What follows belongs to an exercise in optimizing a design on an open flow for small area, a short achievable clock period and few clock cycles; a production flow would make more cautious choices.
Only simulation tests tie the RTL to the original design; equivalence was not proved.

==> flow/design.v <==
module prb_comp_dec (
    input  wire [3:0]  meth,      
    input  wire [4:0]  w,         
    input  wire [15:0] k,         
    input  wire        csf,       
    input  wire [15:0] u,         
    output wire [15:0] y,
    output wire        sat
);
    wire m0 = (meth == 4'd0);
    wire m3 = (meth == 4'd3);
    wire m2 = (meth == 4'd2);
    wire m4 = (meth == 4'd4);
    wire ok = (meth <= 4'd2) | (m3 & (w >= 5'd4)) | (m4 & (w <= 5'd8));
    wire [2:0]  seg  = u[14:12];
    wire [19:0] a    = {7'd0, 1'b1, u[11:0]} << seg;
    wire [20:0] v3   = u[15] ? (~{1'b0, a} + 21'd4097) : ({1'b0, a} - 21'd4096);
    wire [20:0] v    = m3 ? v3 : {{5{u[15]}}, u};
    wire [5:0]  d    = m0 ? 6'd0 : ({2'b00, k[3:0]} + {1'b0, w} - 6'd16);
    wire [3:0]  r    = d[5] ? (~d[3:0] + 4'd1) : 4'd0;
    wire [3:0]  l    = d[5] ? 4'd0 : d[3:0];
    wire signed [20:0] ws = $signed(v) >>> r;
    wire [20:0] wv   = ws;
    wire [20:0] dif  = wv ^ {21{wv[20]}};
    reg  [20:0] msk;
    integer i;
    always @* begin
        for (i = 0; i < 21; i = i + 1)
            msk[i] = (i + l >= 15);
    end
    wire        fit_s = ~|(dif & msk);
    wire [15:0] sh_s  = wv[15:0] << l;
    wire [15:0] y_s   = fit_s ? sh_s : (wv[20] ? 16'h8000 : 16'h7fff);
    wire [8:0]  c9   = {u[15:8], 1'b0} | ({8'd0, csf} << (5'd8 - w));
    wire signed [16:0] mx = m4 ? $signed({1'b0, k}) : $signed({u, 1'b0});
    wire signed [8:0]  my = m4 ? $signed(c9) : $signed({1'b0, k[7:0]});
    wire signed [25:0] p  = mx * my + 26'sd128;
    wire [17:0] yr   = p[25:8];
    wire        tie  = (p[7:0] == 8'd0);
    wire        fit_m = (yr[17:15] == 3'b000) | (yr[17:15] == 3'b111);
    wire [15:0] y_m  = fit_m ? {yr[15:1], yr[0] & ~tie} : (yr[17] ? 16'h8000 : 16'h7fff);
    wire mul = m2 | m4;
    assign y   = ~ok ? 16'd0 : (mul ? y_m : y_s);
    assign sat = ok & (mul ? ~fit_m : ~fit_s);
endmodule
module prb_decomp (
    input  wire        clk,
    input  wire        rst,           
    input  wire [3:0]  cfg_meth,      
    input  wire [3:0]  cfg_width,     
    input  wire [15:0] cfg_mc_scale,  
    input  wire        cfg_mc_csf,    
    input  wire        in_valid,
    output wire        in_ready,
    input  wire [7:0]  in_data,
    output reg         out_valid,
    input  wire        out_ready,
    output reg  [15:0] out_i,
    output reg  [15:0] out_q,
    output reg  [1:0]  out_sat,       
    output reg         out_bad,       
    output reg         out_last       
);
    reg        rdy_q;
    reg [31:0] acc;                   
    reg [5:0]  n;                     
    reg [5:0]  bcnt;                  
    reg        pend;                  
    reg [3:0]  fi_meth;
    reg [3:0]  fi_w;                  
    reg [15:0] fi_k;                  
    reg        fi_csf;
    assign in_ready = rdy_q;
    wire take    = in_valid & rdy_q;
    wire first   = (bcnt == 6'd0);
    wire cfg_par = (cfg_meth[3:2] == 2'b00) && (cfg_meth[1:0] != 2'b00);
    wire take_d  = take & ~(first & cfg_par);           
    wire [4:0] fi_w5  = {fi_w == 4'd0, fi_w};
    wire       fi_par = (fi_meth[3:2] == 2'b00) && (fi_meth[1:0] != 2'b00);
    wire [5:0] fi_bl  = {fi_w5, 1'b0} + {1'b0, fi_w5} - {5'd0, ~fi_par};  
    wire       blast  = (bcnt == fi_bl);
    reg [4:0]  xcnt;                  
    reg [15:0] u;                     
    reg        u_v, u_q, u_last;
    reg [3:0]  fd_meth;
    reg [3:0]  fd_w;
    reg [15:0] fd_k;
    reg        fd_csf;
    wire [4:0] fd_w5 = {fd_w == 4'd0, fd_w};
    wire       xnew  = (xcnt == 5'd0);
    wire [4:0] wx    = xnew ? fi_w5 : fd_w5;
    wire       have  = (n >= {1'b0, wx});
    wire       u_ok  = ~u_v | ~out_valid | out_ready;
    wire       ext   = have & u_ok;
    wire [46:0] ewin = {acc, 15'd0};
    wire [46:0] esh  = ewin >> (n - 6'd1);
    wire [15:0] umask = ~(16'hffff >> wx);
    wire [15:0] u_nx = esh[15:0] & umask;
    wire [5:0] n_x  = n - {1'b0, wx};
    wire [5:0] n_00 = n;
    wire [5:0] n_01 = n + 6'd8;
    wire [5:0] n_10 = n_x;
    wire [5:0] n_11 = n_x + 6'd8;
    wire [5:0] n_nx = ext ? (take_d ? n_11 : n_10) : (take_d ? n_01 : n_00);
    wire [5:0] bcnt_nx = take ? (first ? 6'd1 : (blast ? 6'd0 : bcnt + 6'd1)) : bcnt;
    wire       pend_nx = (pend & ~(ext & xnew)) | (take & first);
    wire       rdy_nx  = (n_nx <= 6'd24) & ~((bcnt_nx == 6'd0) & pend_nx);
    wire [15:0] y;
    wire        ys;
    prb_comp_dec dec (
        .meth(fd_meth), .w(fd_w5), .k(fd_k), .csf(fd_csf),
        .u(u), .y(y), .sat(ys)
    );
    wire out_free = ~out_valid | out_ready;
    wire wr_i = u_v & ~u_q & out_free;
    wire wr_q = u_v &  u_q & out_free;
    always @(posedge clk) begin
        if (rst) begin
            rdy_q     <= 1'b1;
            n         <= 6'd0;
            bcnt      <= 6'd0;
            pend      <= 1'b0;
            xcnt      <= 5'd0;
            u_v       <= 1'b0;
            out_valid <= 1'b0;
        end else begin
            rdy_q <= rdy_nx;
            n     <= n_nx;
            bcnt  <= bcnt_nx;
            pend  <= pend_nx;
            if (ext)
                xcnt <= (xcnt == 5'd23) ? 5'd0 : xcnt + 5'd1;
            if (ext)
                u_v <= 1'b1;
            else if (out_free)
                u_v <= 1'b0;
            if (wr_q)
                out_valid <= 1'b1;
            else if (out_ready)
                out_valid <= 1'b0;
        end
    end
    always @(posedge clk) begin
        if (take_d)
            acc <= {acc[23:0], in_data};
        if (take & first) begin
            fi_meth <= cfg_meth;
            fi_w    <= cfg_width;
            fi_k    <= (cfg_meth == 4'd4) ? cfg_mc_scale : {8'd0, in_data};
            fi_csf  <= cfg_mc_csf;
        end
        if (ext) begin
            u      <= u_nx;
            u_q    <= xcnt[0];
            u_last <= (xcnt == 5'd23);
        end
        if (ext & xnew) begin
            fd_meth <= fi_meth;
            fd_w    <= fi_w;
            fd_k    <= fi_k;
            fd_csf  <= fi_csf;
        end
        if (wr_i) begin
            out_i      <= y;
            out_sat[1] <= ys;
        end
        if (wr_q) begin
            out_q      <= y;
            out_sat[0] <= ys;
            out_bad    <= ~fd_ok;
            out_last   <= u_last;
        end
    end
    wire fd_ok = (fd_meth <= 4'd2) | ((fd_meth == 4'd3) & (fd_w5 >= 5'd4)) |
                 ((fd_meth == 4'd4) & (fd_w5 <= 5'd8));
endmodule
==> flow/run.sh <==
#!/bin/bash
# synth_recipe.tcl (not shown) runs the flow's synth.tcl, then flattens the netlist and writes it again
# the make line also repeats each setting of config.mk as NAME=value (left out here)
make -C /OpenROAD-flow-scripts/flow DESIGN_CONFIG=/design/flow/config.mk WORK_HOME=/design/flow/orfs CLKGATE_MAP_FILE= SYNTH_SCRIPT=/design/flow/synth_recipe.tcl finish
==> flow/config.mk <==
export PLATFORM = sky130hd
export DESIGN_NAME = prb_decomp
export DESIGN_NICKNAME = prb_decomp
export VERILOG_FILES = /design/flow/design.v
export SDC_FILE = /design/flow/constraint.sdc
export NUM_CORES = 4
export LEC_CHECK = 0
export ABC_CLOCK_PERIOD_IN_PS = 5000
export CAP_MARGIN = 20
export CELL_PAD_IN_SITES_DETAIL_PLACEMENT = 1
export CELL_PAD_IN_SITES_GLOBAL_PLACEMENT = 2
export CORE_MARGIN = 2
export CORE_UTILIZATION = 30
export PLACE_DENSITY = 0.45
export SLEW_MARGIN = 20
==> flow/constraint.sdc <==
create_clock -name core_clock -period 30.0 [get_ports {clk}]
set_input_delay 6.0000 -clock core_clock [delete_from_list [all_inputs] [get_ports {clk}]]
set_output_delay 6.0000 -clock core_clock [all_outputs]
set_load 0.01 [all_outputs]
==> impl_results.md, run 1 <==
* First-pass GRT wire length at 109000 um
* DRT antenna net count at 0
* IO Pins at 75
* Post-Synthesis Cell Area at 18900 um^2
* Row cnt at 91
* Crit Path Category: reg -> reg
* CP required at 30300 ps
* Post-synth EDFFs at 136
* Top cell family by delay on the critical path: compound AO/OA/AOI/OAI gates
* Worst slew margin at 36.1%
* Clock transition at path regs at 60 ps
* Die height at 255 um
* Number of global-route vias before repair at 17385
* Wire per inst at 23.0 um
* Post-DP HPWL at 56800 um
* Clock Tree Buf Depth at 2
* Max FO, Critical Path at 18
* CTS tree: done
* Initial antenna violation count at 1
* Vias after detailed routing at 16683
* CP endpoint kind: flop
* Total grt overflow at 0
* Die W at 255 um
* CTS H-tree depth at 4
* Worst Clk Skew at 14.9 ps
* Critical Path Source Type: flop
* Layout fillers at 7370
* Slew @ Worst Pin at 959 ps
* Cts repair resizes at 0
* Max stage delay on crit path at 780 ps
* IO Port Bufs at 74
* Unrepaired setup endpoints after global routing: false
* Mapped Nets at 2485
* Root buf cell: clkbuf_16
* DRC at 0
* Layout Nets at 2496
* MaxCap Viol Count at 0
* Clock buffer count from CTS at 17
* Synth-to-Final Area Change at 11.5%
* ANT cells at 0
* CP Data Arrival Time at 10440 ps
* Sequential fraction of the synthesis area at 23.8%
* Cells after DPL at 3055
* Reg area at 4500 um^2
* Post-synth top flop: edfxtp_1
* Synth cell types at 103
* Hold_buf cts at 0
* # clock sinks at 157
* GPL Wtd Cong at 0.852
* Initial DRT Pass Iterations at 5
* Initial core utilization at 30.5%
* Syn avg cell area at 8.49 um^2
* Multi-input gate area at 13300 um^2
* Final Non-Filler Cells at 3087
* Total negative slack at 0 ps
* Max Slew Vio Count at 0
* Minimum clock period at 10140 ps
* Fin. Hold Viols at 0
* Slowest cell on the critical path: o21ai_2
* Layout cells sized above 1 at 8.04%
* Cell count after synthesis at 2226
* Worst hold path type: reg -> reg
* Max Freq at 0.0986 GHz
* Post-synth ARST share at 0%
* Synthesis-stage register bit count at 157
* Final setup vio count at 0
* Initial DRC Count at 779
* Period utilisation layout at 33.8%
* Post-CTS setup repair buffer count at 0
* Avg Vias per Cell at 5.40
* Post-Route WL at 71000 um
* Pin count of the biggest net entering global routing at 53
* Clk Latency, worst-skew pair at 480 ps
* Synth warn at 2
* Total GRT Usage at 22.2%
* Die area at 65000 um^2
* Status: complete, no violations
* Core Area at 61900 um^2
* CP Buf/Inv Count at 5
## through the flow
stage	instance area [um^2]	util, %	worst slack, ps	hold WS (ps)
detailed placement	20500	33.1	19390	406
global route	21100	34.0	18890	432
floorplan	18900	-	21230	400
finish	21100	34.0	19860	419
CTS	21100	34.0	19360	421
global placement	20500	33.1	19650	403
## logic make-up (layout without fill, tap and decap cells)
logic type,Yosys count,after routing,share of synthesized area [%]
compound gates,567,567,20.3
simple gates,833,833,20.3
buf+inv,284,308,6.21
flops,157,157,23.8
xor+xnor,64,64,2.97
mux,99,99,6.58
fa+ha+maj,222,222,19.9
## placed cells by master, fill, tap and decap left out, drive strengths merged, types with 10 or more instances in the layout
cell type	instances
nand2	291
nor2	256
inv	163
a21oi	153
edfxtp	136
fa	130
o21ai	122
ha	92
clkdlybuf4s50	74
mux2i	55
nor3	53
nand3	50
xnor2	47
buf	42
a211oi	39
mux2	29
and2	28
a21o	26
a31oi	23
nand4	22
dfxtp	21
clkbuf	21
o211ai	20
nor2b	19
nand2b	18
o22ai	18
o31ai	18
nor4	18
and3	17
xor2	17
mux4	15
o221ai	14
o21a	12
a22oi	12
or2	10
or3	10
## metal layers
metal	vias to the layer above	track usage, %	wire length [um]
met5	-	0	0
met4	0	6.10	1640
met3	67	2.87	1990
met2	241	37.4	33800
met1	8376	29.9	33600
li1	7999	-	-
## sequential cells by signal, summed over array words and instances (netlist names), 5 cells and up
name and cells:
acc 32, fd_k 16, fi_k 16, out_i 16, out_q 16, u 16
bcnt 6, n 6, xcnt 5
## worst register-to-register path, delay by kind of cell, from the launching register on
family / cells / cell delay (ps)
flops: 1 / 510
fa+ha+maj: 6 / 2870
buf+inv: 5 / 250
compound gates: 11 / 4110
simple gates: 7 / 2230
## synth_stat cells (10+ instances only)
master	count	share of area [%]
xor2_1	17	0.79
nand3_1	50	1.3
or3_1	10	0.33
a21o_1	26	1.0
nand2b_1	18	0.60
nor2_1	254	5.0
o31ai_1	18	0.72
and2_1	28	0.93
ha_1	92	6.1
dfxtp_1	21	2.2
o21a_1	12	0.48
mux2_2	24	1.4
inv_1	156	3.1
fa_1	130	14
nor4_1	17	0.56
nand4_1	22	0.73
nor2b_1	19	0.63
a31oi_1	22	0.73
mux2i_1	53	2.8
a211oi_1	37	1.5
a22oi_1	11	0.44
o21ai_0	116	3.1
and3_1	17	0.56
nor3_1	52	1.4
o211ai_1	20	0.79
o221ai_1	13	0.60
o22ai_1	18	0.60
a21oi_2	10	0.46
a21oi_1	143	3.8
nand2_1	289	5.7
mux4_2	15	1.8
clkbuf_1	98	1.9
xnor2_1	47	2.2
or2_2	10	0.33
edfxtp_1	136	22
## path summary, 6_finish.rpt
path / start / end / depth (start not counted) / slack (ps)
worst max-delay path: fd_meth[3] / out_i[1] / 29 / 19860
worst max register to register: fd_meth[3] / out_i[1] / 29 / 19860
worst min register to register: fi_k[10] / fd_k[10] / 0 / 420
worst min-delay path: fi_k[10] / fd_k[10] / 0 / 420
## area by class of cell
class,count,share of cell area [%]
Clock inverter,11,0.362
Timing Repair Buffer,116,5.01
Sequential cell,157,21.4
Tap cell,837,4.97
Multi-Input combinational cell,1785,63.1
Inverter,160,2.85
Clock buffer,21,2.29
Testbench counts, summed over its fixed seeds: cycles 102,509.
==> run 2: changes to the inputs <==
--- a/flow/config.mk
+++ b/flow/config.mk
@@ -5,7 +5,6 @@
 export SDC_FILE = /design/flow/constraint.sdc
 export NUM_CORES = 4
 export LEC_CHECK = 0
-export ABC_CLOCK_PERIOD_IN_PS = 5000
 export CAP_MARGIN = 20
 export CELL_PAD_IN_SITES_DETAIL_PLACEMENT = 1
 export CELL_PAD_IN_SITES_GLOBAL_PLACEMENT = 2
==> run 2 against run 1 <==
  * Final cell count unchanged
  * Critical path type unchanged
  * Maximum frequency unchanged
  * Critical path depth unchanged
  * Worst setup slack unchanged
  * Die area unchanged
  * Count of clock-buffer cells in the layout unchanged
==> impl_results.md, run 2 <==
* Post-Synthesis Cell Area at 18900 um^2
* Unrepaired setup endpoints after global routing: false
* Synth cell types at 103
* Post-Route WL at 71000 um
* GRT met2 Usage at 37.4%
* Core Area at 61900 um^2
* Max stage delay on crit path at 780 ps
* Status: complete, no violations
* IO Pins at 75
* Root buf cell: clkbuf_16
* Hold_buf cts at 0
* Cell count after synthesis at 2226
* Clk Latency, worst-skew pair at 480 ps
* Clock transition at path regs at 60 ps
* Layout cells sized above 1 at 8.04%
* Final setup vio count at 0
* Initial DRT Pass Iterations at 5
* Worst hold path type: reg -> reg
* Max Slew Vio Count at 0
* Fin. Hold Viols at 0
* Synth area leaders: edfxtp_1 22%, fa_1 14%, ha_1 6.1%, nand2_1 5.7%, nor2_1 5.0%
* Most frequent cells in the layout: 289 x nand2_1, 251 x nor2_1, 156 x inv_1
* Initial core utilization at 30.5%
* Pin count of the biggest net entering global routing at 53
* Hold path start: fi_k[10]
* Max Freq at 0.0986 GHz
* Post-CTS setup repair buffer count at 0
* Reg with most FFs: acc
* Clock buffer count from CTS at 17
* Met1 Use GR at 29.9%
* Cells after DPL at 3055
* Vias after detailed routing at 16683
* Initial antenna violation count at 1
* Adder-cell area share of the yosys netlist at 19.9%
* Worst slew margin at 36.1%
* Cts repair resizes at 0
* Layout Utilization at 34.0%
* # clock sinks at 157
* Final Non-Filler Cells at 3087
* Simple logic cell fraction of the synthesized area at 20.3%
* Synth top area share at 21.6%
* Total GRT Usage at 22.2%
* Total negative slack at 0 ps
* CP Data Arrival Time at 10440 ps
* Commonest non-fill, non-tap cell in the layout: nand2_1
* Dominant combinational cell family by area after synthesis: simple AND/OR/NAND/NOR gates
* Avg Vias per Cell at 5.40
* Wire per inst at 23.0 um
* Mapped Nets at 2485
* Minimum clock period at 10140 ps
* Top cell family by delay on the critical path: compound AO/OA/AOI/OAI gates
* Post-DP HPWL at 56800 um
* Most frequent cell after synthesis: nand2_1
* Worst Clk Skew at 14.9 ps
* Row cnt at 91
* Die area at 65000 um^2
* Compound-Gate Fraction of Synth Area at 20.3%
* MaxCap Viol Count at 0
* DRT antenna net count at 0
* Number of global-route vias before repair at 17385
* Synth warn at 2
* Synth-to-Final Area Change at 11.5%
* Layout Nets at 2496
* Total grt overflow at 0
* CTS tree: done
* Max reg flops at 32
* CP Buf/Inv Count at 5
* Post-synth top flop: edfxtp_1
* CP endpoint kind: flop
* Sequential fraction of the synthesis area at 23.8%
* DRC at 0
* CP required at 30300 ps
* Clock Tree Buf Depth at 2
* Max FO, Critical Path at 18
* Worst r2r src: fd_meth[3]
* Critical Path Source Type: flop
* Met3 Track Usage GR at 2.87%
* First-pass GRT wire length at 109000 um
* Period utilisation layout at 33.8%
* Synthesis-stage register bit count at 157
* ANT cells at 0
* CP startpoint: fd_meth[3]
* Initial DRC Count at 779
* Area leader, netlist: edfxtp_1
* CTS H-tree depth at 4
* IO Port Bufs at 74
* Post-synth ARST share at 0%
* Die height at 255 um
* Crit Path Category: reg -> reg
* Slew @ Worst Pin at 959 ps
* GPL Wtd Cong at 0.852
* Synth Area in XOR/XNOR at 2.97%
* GR peak layer: met2
* Slowest cell on the critical path: o21ai_2
* Post-synth EDFFs at 136
* Post-synthesis mux area share at 6.58%
* Die W at 255 um
* Syn avg cell area at 8.49 um^2
* Synth cell count leaders: 289 x nand2_1, 254 x nor2_1, 156 x inv_1, 143 x a21oi_1, 136 x edfxtp_1
==> run 2: cell families after synthesis <==
logic type      after synthesis
compound gates              567
mux                          99
xor+xnor                     64
flops                       157
buf+inv                     284
simple gates                833
fa+ha+maj                   222
==> run 2: final timing paths <==
path                                  to  slack, ps  cells past startpoint
worst max-delay path            out_i[1]      19860                     29
worst min-delay path            fd_k[10]        420                      0
worst max register to register  out_i[1]      19860                     29
worst min register to register  fd_k[10]        420                      0
==> run 2: per-stage QoR <==
step                area [um^2]  setup slack, ps  hold WS (ps)
detailed placement        20500            19390           406
floorplan                 18900            21230           400
finish                    21100            19860           419
global route              21100            18890           432
global placement          20500            19650           403
CTS                       21100            19360           421
==> run 2: per-layer routing <==
layer,vias up,routed length [um],share of wire (%)
met5,-,0,0
met4,0,1640,2.3
met1,8376,33600,47
li1,7999,-,-
met2,241,33800,48
met3,67,1990,2.8
==> run 2: layout make-up <==
type                       instances  area (um^2)
clock inverter                    11         76.3
fill                            7370        40900
multi-input combinational       1785        13300
inverter                         160          601
sequential                       157         4500
tap                              837         1050
timing repair buffer             116         1060
clock buffer                      21          483

[static timing again, ports no longer ideal]
Ports are ideal in the flow. The routed layouts listed here were re-timed in OpenROAD.
Step 1, drivers: a clkbuf_16 drives clk and a buf_2 each remaining input, both assumed.
Step 2 moves the port delays by t, midway between the first and last clock arrival at a register: inputs arrive t later, outputs are due t later. That takes back most of the time a late clock gives input paths.
Three values: no drivers, after step 1, after step 2; two values: the first two.
run	t (ns)	slack for setup (ns)	clock arrival spread, ns	worst register clock-pin slew, ns
run 1	0.535	19.858 / 19.858 / 19.858	0.018 / 0.018	0.07 / 0.07
run 2	0.535	19.858 / 19.858 / 19.858	0.018 / 0.018	0.07 / 0.07
After both steps every run listed still meets setup and hold.
